This design comes from an exercise in tuning for a short achievable clock period and few clock cycles per item on the open sky130 flow, not from production work. Function was checked by simulation only, so behaviour that the tests miss may differ from the original. Power and IR drop assume default switching activity.

==> design.v <==
module cvu (
    input  wire        clk,
    input  wire        rst,
    input  wire        go,
    input  wire        abort,
    input  wire [3:0]  cfg_preset,
    input  wire        cfg_custom,
    input  wire [6:0]  cfg_width,
    input  wire        cfg_refin,
    input  wire        cfg_refout,
    input  wire [63:0] cfg_poly,
    input  wire [63:0] cfg_init,
    input  wire [63:0] cfg_xorout,
    input  wire [35:0] cfg_len,
    input  wire        range_ok,
    input  wire        held,
    input  wire        mp_on,
    input  wire        in_valid,
    input  wire [63:0] in_data,
    input  wire        in_ecc_err,
    input  wire        in_closed,
    output wire        in_ready,
    output wire        busy,
    output wire        done,
    output wire        aborted,
    output wire [7:0]  status,
    output wire [31:0] scans,
    output wire [63:0] result
);
    localparam [7:0] ST_OK       = 8'h00;
    localparam [7:0] ST_MISMATCH = 8'h01;
    localparam [7:0] ST_UNCORR   = 8'h62;
    localparam [7:0] ST_CLOSED   = 8'h67;
    localparam [6:0]  P0_WIDTH  = 7'd32;
    localparam [63:0] P0_POLY   = 64'h0000_0000_1EDC_6F41;
    localparam [63:0] P0_INIT   = 64'h0000_0000_FFFF_FFFF;
    localparam [63:0] P0_XOROUT = 64'h0000_0000_FFFF_FFFF;
    reg        busy_q, done_q, aborted_q;
    reg [7:0]  status_q;
    reg [31:0] scans_q;
    reg [63:0] result_q;
    reg [63:0] crc_q;        
    reg [63:0] poly_q;       
    reg [63:0] xorout_q;
    reg [5:0]  shift_q;      
    reg        refin_q, refout_q;
    reg [35:0] left_q;       
    reg [63:0] buf_q;        
    reg [3:0]  cnt_q;        
    wire [6:0]  sel_width  = cfg_custom ? cfg_width  : P0_WIDTH;
    wire        sel_refin  = cfg_custom ? cfg_refin  : 1'b1;
    wire        sel_refout = cfg_custom ? cfg_refout : 1'b1;
    wire [63:0] sel_poly   = cfg_custom ? cfg_poly   : P0_POLY;
    wire [63:0] sel_init   = cfg_custom ? cfg_init   : P0_INIT;
    wire [63:0] sel_xorout = cfg_custom ? cfg_xorout : P0_XOROUT;
    wire [5:0]  sel_shift  = 7'd64 - sel_width;
    wire width_ok  = (cfg_width >= 7'd1) && (cfg_width <= 7'd64);
    wire fields_ok = ((cfg_poly   >> cfg_width) == 64'd0) &&
                     ((cfg_init   >> cfg_width) == 64'd0) &&
                     ((cfg_xorout >> cfg_width) == 64'd0);
    wire cfg_ok    = cfg_custom ? (width_ok && fields_ok) : (cfg_preset == 4'd0);
    wire go_ok     = !busy_q && !held && range_ok && cfg_ok && mp_on;
    function [63:0] crc_byte;
        input [63:0] r;
        input [63:0] p;
        input [7:0]  b;
        integer i;
        reg fb;
        begin
            crc_byte = r;
            for (i = 7; i >= 0; i = i - 1) begin
                fb = crc_byte[63] ^ b[i];
                crc_byte = crc_byte << 1;
                if (fb)
                    crc_byte = crc_byte ^ p;
            end
        end
    endfunction
    function [7:0] rev8;
        input [7:0] b;
        integer i;
        begin
            for (i = 0; i < 8; i = i + 1)
                rev8[i] = b[7 - i];
        end
    endfunction
    function [63:0] rev64;
        input [63:0] v;
        integer i;
        begin
            for (i = 0; i < 64; i = i + 1)
                rev64[i] = v[63 - i];
        end
    endfunction
    wire [7:0]  cur_byte  = refin_q ? rev8(buf_q[7:0]) : buf_q[7:0];
    wire [63:0] crc_next  = crc_byte(crc_q, poly_q, cur_byte);
    wire [63:0] crc_final = (refout_q ? rev64(crc_q) : (crc_q >> shift_q)) ^ xorout_q;
    assign in_ready = busy_q && (left_q != 36'd0) && (cnt_q <= 4'd1);
    wire   take     = in_valid && in_ready;
    wire   word_err = in_ecc_err || in_closed;
    wire [3:0] take_cnt = (left_q >= 36'd8) ? 4'd8 : left_q[3:0];
    wire   finish   = busy_q && (left_q == 36'd0) && (cnt_q == 4'd0);
    always @(posedge clk) begin
        if (rst) begin
            busy_q    <= 1'b0;
            done_q    <= 1'b0;
            aborted_q <= 1'b0;
            status_q  <= ST_OK;
            scans_q   <= 32'd0;
            result_q  <= 64'd0;
        end else if (!busy_q) begin
            if (go) begin
                if (go_ok) begin
                    busy_q    <= 1'b1;
                    done_q    <= 1'b0;
                    aborted_q <= 1'b0;
                    status_q  <= ST_OK;
                    result_q  <= 64'd0;
                    crc_q     <= sel_init << sel_shift;
                    poly_q    <= sel_poly << sel_shift;
                    xorout_q  <= sel_xorout;
                    shift_q   <= sel_shift;
                    refin_q   <= sel_refin;
                    refout_q  <= sel_refout;
                    left_q    <= cfg_len;
                    cnt_q     <= 4'd0;
                end else begin
                    status_q  <= ST_MISMATCH;
                end
            end
        end else begin
            if (go)
                status_q <= ST_MISMATCH;
            if (abort || !mp_on) begin
                busy_q    <= 1'b0;
                aborted_q <= 1'b1;
                status_q  <= ST_OK;
                scans_q   <= scans_q + 32'd1;
            end else if (take && word_err) begin
                busy_q    <= 1'b0;
                status_q  <= in_closed ? ST_CLOSED : ST_UNCORR;
                scans_q   <= scans_q + 32'd1;
            end else if (finish) begin
                busy_q    <= 1'b0;
                done_q    <= 1'b1;
                status_q  <= ST_OK;
                result_q  <= crc_final;
                scans_q   <= scans_q + 32'd1;
            end else begin
                if (cnt_q != 4'd0) begin
                    crc_q <= crc_next;
                    buf_q <= buf_q >> 8;
                    cnt_q <= cnt_q - 4'd1;
                end
                if (take) begin
                    buf_q  <= in_data;
                    cnt_q  <= take_cnt;
                    left_q <= left_q - {32'd0, take_cnt};
                end
            end
        end
    end
    assign busy    = busy_q;
    assign done    = done_q;
    assign aborted = aborted_q;
    assign status  = status_q;
    assign scans   = scans_q;
    assign result  = result_q;
endmodule
==> run.sh <==
#!/bin/bash
# synth_recipe.tcl (not shown) runs the flow's synth.tcl, then flattens the netlist and writes it again
# the make line also repeats each setting of config.mk as NAME=value (left out here)
make -C /OpenROAD-flow-scripts/flow DESIGN_CONFIG=/design/flow/config.mk WORK_HOME=/design/flow/orfs CLKGATE_MAP_FILE= SYNTH_SCRIPT=/design/flow/synth_recipe.tcl finish
==> config.mk <==
export PLATFORM = sky130hd
export DESIGN_NAME = cvu
export DESIGN_NICKNAME = cvu
export VERILOG_FILES = /design/flow/design.v
export SDC_FILE = /design/flow/constraint.sdc
export NUM_CORES = 4
export LEC_CHECK = 0
export CAP_MARGIN = 20
export CORE_MARGIN = 2
export CORE_UTILIZATION = 40
export SLEW_MARGIN = 20
==> constraint.sdc <==
create_clock -name core_clock -period 10.0 [get_ports {clk}]
set_input_delay 2.0000 -clock core_clock [delete_from_list [all_inputs] [get_ports {clk}]]
set_output_delay 2.0000 -clock core_clock [all_outputs]
set_load 0.01 [all_outputs]
==> results of run 1 <==
-- worst paths after layout --
| check | from | to | depth (start not counted) | slack (ps) |
|---|---|---|---|---|
| max | cfg_width[0] | crc_q[22]$_DFFE_PP_ | 15 | 1560 |
| min | done_q$_SDFFE_PP0P_ | done_q$_SDFFE_PP0P_ | 1 | 470 |
| max reg2reg | refin_q$_SDFFCE_PN1P_ | crc_q[39]$_DFFE_PP_ | 16 | 2950 |
| min reg2reg | done_q$_SDFFE_PP0P_ | done_q$_SDFFE_PP0P_ | 1 | 470 |
-- area by class of cell --
class / count / area share
Multi-Input combinational cell: 4114 / 0.5948
Sequential cell: 406 / 0.2316
Timing Repair Buffer: 489 / 0.09881
Tap cell: 1380 / 0.03578
Clock buffer: 56 / 0.02590
Clock inverter: 32 / 0.008660
Inverter: 51 / 0.003967
Antenna cell: 11 / 0.0005704
-- registers in the layout (all words and copies together) (netlist names), 6 cells and up --
signal / cells
buf_q: 64
crc_q: 64
left_q: 36
poly_q: 64
result_q: 64
scans_q: 32
shift_q: 6
xorout_q: 64
-- routing by layer --
layer / vias up / share of wire
li1: 18190 / -
met1: 19340 / 0.42
met2: 1895 / 0.45
met3: 333 / 0.085
met4: 2 / 0.044
met5: - / 0.000074
-- placed cells by master (no fill, tap or decap), types with 74 or more instances in the layout --
| cell type | netlist | routed |
|---|---|---|
| nand2_1 | 946 | 944 |
| nor2_1 | 452 | 447 |
| clkdlybuf4s50_1 | 0 | 415 |
| xnor2_1 | 406 | 402 |
| edfxtp_1 | 304 | 304 |
| o21ai_0 | 291 | 291 |
| a21oi_1 | 281 | 279 |
| mux2i_1 | 236 | 236 |
| mux4_2 | 150 | 150 |
| mux2_2 | 122 | 122 |
| dfxtp_1 | 102 | 101 |
| xor2_1 | 98 | 98 |
| nor3_1 | 94 | 93 |
| a22o_1 | 80 | 80 |
| nand3_1 | 77 | 77 |
| a211oi_1 | 74 | 74 |
-- kinds of logic after synthesis --
logic type / share of synthesized area
compound gates: 0.1747
simple gates: 0.1966
other cells: 0.0001808
mux: 0.1718
xor+xnor: 0.1420
buf+inv: 0.04406
flops: 0.2689
fa+ha+maj: 0.001807
-- power by group through the flow --
stage | registers, mW | clock network, mW | logic (mW)
global placement | 1.88 | 0 | 1.76
global route | 1.84 | 1.93 | 1.91
CTS | 1.84 | 1.87 | 1.77
finish | 1.84 | 1.84 | 1.81
detailed placement | 1.88 | 0 | 1.76
floorplan | 1.87 | 0 | 1.18
-- critical path: stages --
cell and delay [ps]:
buf_8 680, mux2_2 430, or2_1 200, mux4_2 520, a2111oi_0 780, o221ai_1 380
or3_1 430, a222oi_1 270, a32oi_1 220, a211oi_1 600, o21ai_1 370, nor3b_2 390
o21ai_0 340, nor2_4 160, buf_4 700
==> metrics.csv, run 1 <==
metric,value,unit
postSynthCellCount,4971,
hold_violations,0,
vias_per_cell,6.080,
synth_top_area_frac,0.2197,
clk_pin_slew,60,ps
regArea,0.01117,mm²
die_h,326.3,µm
stdcell_count,6539,
wirelength,175900,µm
postLayoutSetupSlackWorst,1561,ps
cts_tree,done,
fill_cells,10110,
start_util,0.4026,
grt_use_met3,0.04991,
place_congestion,0.9896,
ys.flop_type,edfxtp_1,
synth_common_cells,"946 x nand2_1, 452 x nor2_1, 406 x xnor2_1, 304 x edfxtp_1, 291 x o21ai_0",
setup_viol,0,
clock_sinks,406,
leakage,17.66,nW
drv_slew,0,
portBuffers,420,
die_area,0.1065,mm²
pre_cts_ws,1244,ps
drt-initial-drc-count,5310,
core,0.1032,mm²
avgSynthCellArea,8.358,µm²
postCtsHoldBufs,0,
grt.busiest_layer,met2,
drive_gt1_frac,0.09538,
fin_crit,8439,ps
worst_pin_slew,1036,ps
ir_drop,0.1252,mV
cts_buffers,47,
clkPwrFrac,0.335,
rsz0062_at_grt,false,
combPwrFrac,0.330,
ys_top_cells_by_area,"edfxtp_1 22%, xnor2_1 8.6%, nand2_1 8.5%, mux4_2 8.1%, mux2i_1 5.7%",
synth_area,0.04155,mm²
cts_resized,0,
utilization,0.4676,
drc,0,
internal_power,3.658,mW
power.share.sequential,0.335,
grt_max_degree,133,
drt-pass1-iter-count,6,
ys_types,94,
die-width,326.3,µm
cts_root_buffer,clkbuf_16,
antenna_left,0,
grt_pass1_vias,36610,
multi_input_area,0.02870,mm²
core.rowCount,118,
fmax,118.5,MHz
fin_worst_skew,80.22,ps
crit_path_start_kind,input port,
h-tree-depth,2,
synth_seq_area_share,0.2689,
syn_to_final_growth,16.15,%
gr-usage-met2,0.4952,
ys_warn_count,1,
crit_path_max_fanout,114,
postCtsSetupBuffers,0,
power.switching,1.832,mW
gr-total-overflow,0,
io_pins,424,
hold_ws,465.0,ps
dp_cells,6440,
critPathKind,in -> reg,
clk_path_buf_depth,3,
grt_pass1_wl,254300,µm
wl_per_cell,26.90,µm
clock_latency,650,ps
hpwl,134000,µm
gr-usage-met1,0.4394,
cap_viol_max_count,0,
synthArstFlopShare,0,
power.total,5.490,mW
hp-class,reg -> reg,
global_route.usage.total,0.3175,
ys_ff_latch,406,
nets,5431,
maxSlewHeadroom,0.3042,
antenna_found_initial,14,
outcome,timing/DRC/antenna clean,
synth-edff-count,304,
fin_crit_sh,0.8439,
p_sw_frac,0.3337,
powerDensity,113.8,mW/mm²
timing.critical_path.arrival,8630,ps
synth_top_cell_by_area,edfxtp_1,
postLayoutCellArea,0.04826,mm²
fin_tns_setup,0,ps
end_kind,flop,
yosysMostFrequentCell,nand2_1,
route.vias.total,39760,
crit_required,10190,ps
place_area,0.04656,mm²
Testbench counts, summed over its fixed seeds: cycles 189,336, bytes 188,376.
==> run 2: changes to the inputs <==
--- a/config.mk
+++ b/config.mk
@@ -10,2 +10,3 @@
 export CORE_UTILIZATION = 40
+export SETUP_SLACK_MARGIN = 5
 export SLEW_MARGIN = 20
==> run 2 against run 1 <==
Compared with the run above:
- area after synthesis is the same
- count of clock-buffer cells in the layout grew 4
- via count up 6.7%
- synthesized cell count unchanged
- combinational power increased by 13%
- largest cell class unchanged
- sequential share of layout area fell by 2.2 points
- non-clock buffer count increased by 225
==> metrics.csv, run 2 <==
metric,value,unit,change
drv_slew,0,,unchanged
hold_violations,0,,unchanged
leakage,20.12,nW,+14%
hpwl,126900,µm,-5.3%
cts_buffers,47,,unchanged
drc,0,,unchanged
worst_pin_slew,1041,ps,+5.753 ps
ys_top_cells_by_area,"edfxtp_1 22%, xnor2_1 8.6%, nand2_1 8.5%, mux4_2 8.1%, mux2i_1 5.7%",,
global_route.usage.total,0.3352,,+0.01765
die_h,326.3,µm,unchanged
nets,5663,,+4.3%
rsz0062_at_grt,true,,
powerDensity,107.3,mW/mm²,-5.7%
antenna_left,0,,unchanged
ff2ff_path_depth,19,,+3
core,0.1032,mm²,unchanged
place_congestion,1.034,,+4.5%
min_path_cells,1,,unchanged
synth-edff-count,304,,unchanged
yosysMostFrequentCell,nand2_1,,
final_common_cell,nand2_1,,
critPathKind,in -> reg,,
io_pins,424,,unchanged
portBuffers,420,,unchanged
fin_crit,6109,ps,-2330 ps
core.rowCount,118,,unchanged
drt-initial-drc-count,5838,,+9.9%
die-width,326.3,µm,unchanged
ys_warn_count,1,,unchanged
route.vias.total,42430,,+6.7%
clk_path_buf_depth,3,,unchanged
ir_drop,0.1282,mV,+2.4%
regArea,0.01117,mm²,unchanged
ys.flop_type,edfxtp_1,,
avgSynthCellArea,8.358,µm²,unchanged
end_kind,flop,,
synth_seq_area_share,0.2689,,unchanged
synthArstFlopShare,0,,unchanged
wl_per_cell,28.03,µm,+4.2%
pre_cts_ws,1276,ps,+32.49 ps
gr-total-overflow,0,,unchanged
wirelength,189700,µm,+7.9%
multi_input_area,0.02998,mm²,+4.5%
synth_top_cell_by_area,edfxtp_1,,
synth_top_area_frac,0.2197,,unchanged
ys_types,94,,unchanged
fmax,163.7,MHz,+38%
crit_path_start_kind,input port,,
h-tree-depth,2,,unchanged
final_cell_mix,"942 x nand2_1, 440 x nor2_1, 392 x xnor2_1",,
drt-pass1-iter-count,6,,unchanged
timing.critical_path.arrival,6460,ps,-2170 ps
postSynthCellCount,4971,,unchanged
fin_crit_sh,0.6109,,-0.2330
maxSlewHeadroom,0.2984,,-0.005860
clk_pin_slew,60,ps,about the same
grt_pass1_vias,39130,,+6.9%
setup_viol,0,,unchanged
fin_worst_skew,50.38,ps,-29.83 ps
outcome,timing/DRC/antenna clean,,
syn_to_final_growth,28.63,%,
clock_sinks,406,,unchanged
grt_max_degree,89,,-33%
start_util,0.4026,,unchanged
drive_gt1_frac,0.1694,,+0.07402
synth_common_cells,"946 x nand2_1, 452 x nor2_1, 406 x xnor2_1, 304 x edfxtp_1, 291 x o21ai_0",,
ys_ff_latch,406,,unchanged
die_area,0.1065,mm²,unchanged
cap_viol_max_count,0,,unchanged
fill_cells,9543,,-5.6%
crit_required,10350,ps,+160 ps
antenna_found_initial,17,,+3
synth_area,0.04155,mm²,unchanged
vias_per_cell,6.269,,+3.1%
postLayoutSetupSlackWorst,3891,ps,+2330 ps
clock_latency,640,ps,about the same
cts_tree,done,,
crit_path_max_fanout,6,,-95%
fin_tns_setup,0,ps,unchanged
cts_root_buffer,clkbuf_16,,
hp-class,reg -> reg,,
grt_pass1_wl,268300,µm,+5.5%
==> run 2: cells by family after synthesis <==
group,after synthesis,synth area share
AO/OA/AOI/OAI,1140,0.1747
XOR/XNOR,570,0.1420
adder cells (fa/ha/maj),6,0.001807
buffers and inverters,453,0.04406
flip-flops,406,0.2689
multiplexers,509,0.1718
other,2,0.0001808
AND/OR/NAND/NOR,1885,0.1966
==> run 2: timing repair <==
item | CTS | global route
setup buffers | 103 | 57
endpoints found under the setup margin | 433 | 393
hold buffers | 0 | 0
cloned | 62 | 16
gates resized for setup | 435 | 185
pin swaps | 82 | 105
==> run 2: routing by layer <==
| metal | global-route usage | share of wire | vias up | wire, µm |
|---|---|---|---|---|
| li1 | - | - | 18720 | - |
| met1 | 0.4416 | 0.38 | 20360 | 72260 |
| met2 | 0.5090 | 0.44 | 2746 | 83160 |
| met3 | 0.07669 | 0.12 | 600 | 21980 |
| met4 | 0.1839 | 0.065 | 10 | 12260 |
| met5 | 0 | 0.00034 | - | 65 |
==> run 2: layout make-up <==
cell class / count / area share
diodes: 10 / 0.0004683
clock inverters: 26 / 0.006462
well taps: 1380 / 0.03231
repair buffers: 714 / 0.1624
multi-input cells: 4121 / 0.5610
clock buffers: 60 / 0.02426
flip-flops and latches: 406 / 0.2091
inverters: 51 / 0.003957
==> run 2: worst max-delay path, cell delays in order <==
cell             delay (ps)
clkdlybuf4s50_1         620
nor2_2                  290
o211ai_1                210
a2111oi_4               440
o221ai_2                210
or3_1                   340
a222oi_1                360
a32oi_2                 250
a211oi_4                380
o21ai_4                 170
nor3b_4                 240
buf_4                   150
nor2b_4                 150
buf_12                  180
buf_12                  130
buf_8                   120
buf_12                  100
buf_16                  100
==> run 2: power by group <==
group | internal, mW | switching (mW) | total [mW]
registers | 1.82 | 0.0164 | 1.84
logic | 0.892 | 1.15 | 2.04
clock network | 1.06 | 0.790 | 1.85
==> run 2: final timing paths <==
path	from	end	slack [ps]
max	cfg_init[27]	poly_q[48]$_DFFE_PP_	3890
min	done_q$_SDFFE_PP0P_	done_q$_SDFFE_PP0P_	460
max reg2reg	refin_q$_SDFFCE_PN1P_	crc_q[39]$_DFFE_PP_	4890
min reg2reg	done_q$_SDFFE_PP0P_	done_q$_SDFFE_PP0P_	460
==> run 2: through the flow <==
stage	hold slack [ps]	total power [mW]	cell area, µm²	util	std cells
floorplan	489.8	3.065	41830	-	4973
global placement	442.2	3.619	46550	0.4510	6433
detailed placement	451.4	3.624	46580	0.4513	6434
CTS	469.2	5.593	52050	0.5044	6685
global route	477.3	5.905	53430	0.5177	6762
finish	459.6	5.733	53440	0.5178	6768
==> run 3: changes to the inputs <==
--- a/design.v
+++ b/design.v
@@ -95,5 +95,7 @@
     wire [7:0]  cur_byte  = refin_q ? rev8(buf_q[7:0]) : buf_q[7:0];
+    wire [7:0]  nxt_byte  = refin_q ? rev8(buf_q[15:8]) : buf_q[15:8];
     wire [63:0] crc_next  = crc_byte(crc_q, poly_q, cur_byte);
+    wire [63:0] crc_next2 = crc_byte(crc_next, poly_q, nxt_byte);
     wire [63:0] crc_final = (refout_q ? rev64(crc_q) : (crc_q >> shift_q)) ^ xorout_q;
-    assign in_ready = busy_q && (left_q != 36'd0) && (cnt_q <= 4'd1);
+    assign in_ready = busy_q && (left_q != 36'd0) && (cnt_q <= 4'd2);
     wire   take     = in_valid && in_ready;
@@ -149,3 +151,7 @@
             end else begin
-                if (cnt_q != 4'd0) begin
+                if (cnt_q >= 4'd2) begin
+                    crc_q <= crc_next2;
+                    buf_q <= buf_q >> 16;
+                    cnt_q <= cnt_q - 4'd2;
+                end else if (cnt_q != 4'd0) begin
                     crc_q <= crc_next;
==> run 3 against run 2 <==
Compared with the run above:
- critical path type is now reg -> reg
- die area is 23% higher
- clock power rose by 6%
- worst setup slack lost 1700 ps
- combinational power shrank 3%
- synthesized cell count grew 43%
- still clean
- power grew 0.39%
==> metrics.csv, run 3 <==
metric,value,unit,change
grt_max_degree,108,,+21%
timing.critical_path.arrival,8060,ps,+1600 ps
start_util,0.4020,,-0.0005567
cap_viol_max_count,0,,unchanged
syn_to_final_growth,28.94,%,
critical_path.max_stage_delay,530,ps,-90 ps
wl_per_cell,26.99,µm,-3.7%
combPwrFrac,0.344,,-0.012
gr-total-overflow,0,,unchanged
ys_warn_count,1,,unchanged
hold_ws,484.6,ps,+25.05 ps
drc,0,,unchanged
ys_types,103,,+9.6%
hp-class,reg -> reg,,
core,0.1274,mm²,+23%
drt-initial-drc-count,8267,,+42%
p_sw_frac,0.3595,,+0.01833
min-delay-start,aborted_q$_SDFFE_PP0P_,,
fin_worst_skew,63.12,ps,+12.74 ps
cts_root_buffer,clkbuf_16,,
leakage,23.74,nW,+18%
place_congestion,1.003,,-3.0%
setup_viol,0,,unchanged
drt-pass1-iter-count,9,,+3
fin_tns_setup,0,ps,unchanged
worstReg2RegStart,refin_q$_SDFFCE_PN1P_,,
outcome,timing/DRC/antenna clean,,
critPathKind,reg -> reg,,
h-tree-depth,2,,unchanged
min_path_cells,2,,+1
clock_latency,680,ps,+40 ps
hold_violations,0,,unchanged
cts_tree,done,,
regArea,0.01117,mm²,unchanged
clk_pin_slew,60,ps,about the same
global_route.usage.total,0.3491,,+0.01389
fmax,128.4,MHz,-22%
ys.flop_type,edfxtp_1,,
stdcell_count,9081,,+34%
core.rowCount,131,,+11%
power.switching,2.069,mW,+5.8%
maxSlewHeadroom,0.09750,,-0.2009
fin_crit_sh,0.7790,,+0.1681
rrSetupSlack,2210,ps,-2680 ps
fill_cells,11940,,+25%
dp_cells,8641,,+34%
grt_pass1_vias,51980,,+33%
crit_required,10270,ps,-80 ps
synth_common_cells,"1547 x nand2_1, 854 x xnor2_1, 776 x nor2_1, 486 x clkbuf_1, 406 x a21oi_1",,
fin_crit,7790,ps,+1681 ps
multi_input_area,0.04030,mm²,+34%
ff2ff_path_depth,33,,+14
antenna_left,0,,unchanged
synth-edff-count,304,,unchanged
avgSynthCellArea,7.220,µm²,-14%
r2r_end,crc_q[62]$_DFFE_PP_,,
postSynthCellCount,7091,,+43%
utilization,0.5184,,+0.0005350
powerDensity,87.18,mW/mm²,-19%
route.vias.total,56700,,+34%
io_pins,424,,unchanged
antenna_found_initial,13,,-4
yosysMostFrequentCell,nand2_1,,
rsz0062_at_grt,true,,
place_area,0.05647,mm²,+21%
cts_buffers,50,,+6.4%
synth_area,0.05120,mm²,+23%
path_common_cell,buf_6,,
drv_slew,0,,unchanged
vias_per_cell,6.244,,-0.39%
hpwl,158900,µm,+25%
grt_pass1_wl,348900,µm,+30%
synth_top_cell_by_area,edfxtp_1,,
ir_drop,0.1205,mV,-6.0%
portBuffers,420,,unchanged
synthArstFlopShare,0,,unchanged
die-width,361.8,µm,+11%
min_to,aborted_q$_SDFFE_PP0P_,,
final_cell_mix,"1529 x nand2_1, 801 x xnor2_1, 761 x nor2_1",,
nets,7689,,+36%
die_area,0.1309,mm²,+23%
power.share.sequential,0.316,,-0.005
internal_power,3.686,mW,-2.4%
synth_seq_area_share,0.2182,,-0.05069
ys_ff_latch,406,,unchanged
postCtsHoldBufs,0,,unchanged
crit_path_start_kind,flop,,
worst_pin_slew,1354,ps,+312.3 ps
crit_path_max_fanout,16,,+10
postLayoutCellArea,0.06602,mm²,+24%
synth_top_area_frac,0.1783,,-0.04143
die_h,361.8,µm,+11%
final_common_cell,nand2_1,,
clk_path_buf_depth,3,,unchanged
clkPwrFrac,0.340,,+0.017
end_kind,flop,,
cp_slowest_cell,xnor3_2,,
drive_gt1_frac,0.1512,,-0.01819
wirelength,245100,µm,+29%
clock_sinks,406,,unchanged
ys_top_cells_by_area,"edfxtp_1 18%, xnor2_1 15%, nand2_1 11%, mux2i_1 5.7%, nor2_1 5.7%",,
==> run 3: changes by cell type in the layout (fill, tap and decap cells not counted), sizes merged, moves of 57 or more <==
cell    previous run  this run
a311oi             4        70
mux4             150        84
nor2             453       779
nand2            948      1547
mux2             122        56
buf              284       452
nand3             77       202
a31oi             38       165
a21oi            281       406
xnor2            408       859
xor2              98       186
mux2i            237       294
a22o              80         8
==> run 3: area by class of cell <==
cell class,instances,area share
well taps,1662,0.03150
clock buffers,61,0.02020
clock inverters,33,0.005762
flip-flops and latches,406,0.1693
multi-input cells,5965,0.6105
diodes,12,0.0004549
repair buffers,890,0.1588
inverters,52,0.003525
==> run 3: cell families (layout without fill, tap and decap cells) <==
logic type | after synthesis | in the layout | synth area share
and+or+nand+nor | 2976 | 2977 | 0.2463
other | 2 | 16 | 0.0001467
muxes | 434 | 434 | 0.1070
xor gates and xnor gates | 1058 | 1058 | 0.1858
AOI/OAI and AO/OA | 1483 | 1484 | 0.1855
adders and majority gates | 8 | 8 | 0.001955
DFF | 406 | 406 | 0.2182
buffers and inverters | 724 | 1036 | 0.05513
==> run 3: worst max-delay path: cells and delay by family (launching register included) <==
kind                   cells  cell delay (ps)
AO/OA/AOI/OAI              7             1450
AND/OR/NAND/NOR            6              870
flip-flops                 1              400
multiplexers               2              500
XOR/XNOR                   9             2830
buffers and inverters      9             1370
==> run 3: through the flow <==
step | total power [mW] | setup slack (ps)
6_report | 5.756 | 2210
5_1_grt | 5.894 | 2017
4_1_cts | 5.554 | 2381
3_5_place_dp | 3.416 | 458.9
3_3_place_gp | 3.408 | 576.1
2_1_floorplan | 2.873 | 2717
==> run 3: worst max-delay path by stage <==
stage,from,to,slack [ps],cells past startpoint
finish,refin_q$_SDFFCE_PN1P_,crc_q[62]$_DFFE_PP_,2210,33
global route,refin_q$_SDFFCE_PN1P_,crc_q[40]$_DFFE_PP_,2020,34
CTS,refin_q$_SDFFCE_PN1P_,crc_q[34]$_DFFE_PP_,2380,30
detailed placement,refin_q$_SDFFCE_PN1P_,crc_q[13]$_DFFE_PP_,460,28
global placement,refin_q$_SDFFCE_PN1P_,crc_q[56]$_DFFE_PP_,580,27
floorplan,cfg_width[0],poly_q[0]$_SDFFCE_PN0P_,2720,20
==> run 3: repair_timing <==
| action | 4_1_cts | 5_1_grt |
|---|---|---|
| cloned | 62 | 16 |
| resized for setup | 415 | 328 |
| pin swaps | 183 | 153 |
| setup buffers | 179 | 77 |
| setup endpoints to repair | 507 | 493 |
==> run 3: metal layers <==
metal,up-vias,part of all wire,global-route usage
met2,3836,0.44,0.5421
li1,25250,-,-
met1,26800,0.38,0.4457
met3,815,0.12,0.08795
met5,-,0.00016,0
met4,6,0.066,0.1837
==> run 3: power groups by stage <==
stage / registers, mW / logic (mW) / clock network (mW)
after floorplan: 1.85 / 1.02 / 0
after global placement: 1.85 / 1.55 / 0
after detailed placement: 1.85 / 1.56 / 0
after CTS: 1.82 / 1.78 / 1.95
after global routing: 1.82 / 2.05 / 2.02
final: 1.82 / 1.98 / 1.96
Testbench counts of run 3, summed over its fixed seeds: cycles 95,188, bytes 188,376.

==> static timing again, ports no longer ideal <==
The flow's constraints put no driver on any port. The routed layouts listed below were extracted and timed again, unchanged, in two steps. Step 1 (the two cells are an assumption about what drives the block):
set clk [get_ports {clk}]
set_driving_cell -lib_cell sky130_fd_sc_hd__clkbuf_16 $clk
set_driving_cell -lib_cell sky130_fd_sc_hd__buf_2 [delete_from_list [all_inputs] $clk]
Step 2 also shifts input and output timing later by t, the mid clock arrival at the registers, as if the neighbouring blocks saw the same clock. Slacks: ideal ports / drivers / drivers and shift; pairs: ideal ports / drivers.
run | t, ns | slack for setup (ns) | worst hold slack (ns) | worst setup path after step 2 | clock arrival spread, ns
run 1 | 0.674 | 1.561 / 1.582 / 0.908 | 0.465 / 0.465 / 0.465 | input to register | 0.081 / 0.081
run 2 | 0.678 | 3.891 / 3.481 / 2.803 | 0.460 / 0.460 / 0.460 | input to register | 0.052 / 0.052
run 3 | 0.724 | 2.210 / 2.210 / 2.210 | 0.485 / 0.485 / 0.485 | register to register | 0.063 / 0.063
After both steps setup and hold are still met in every run listed. The setup slack of run 2, which loses most, moves by -0.410 ns with the drivers and by -1.088 ns with both steps.
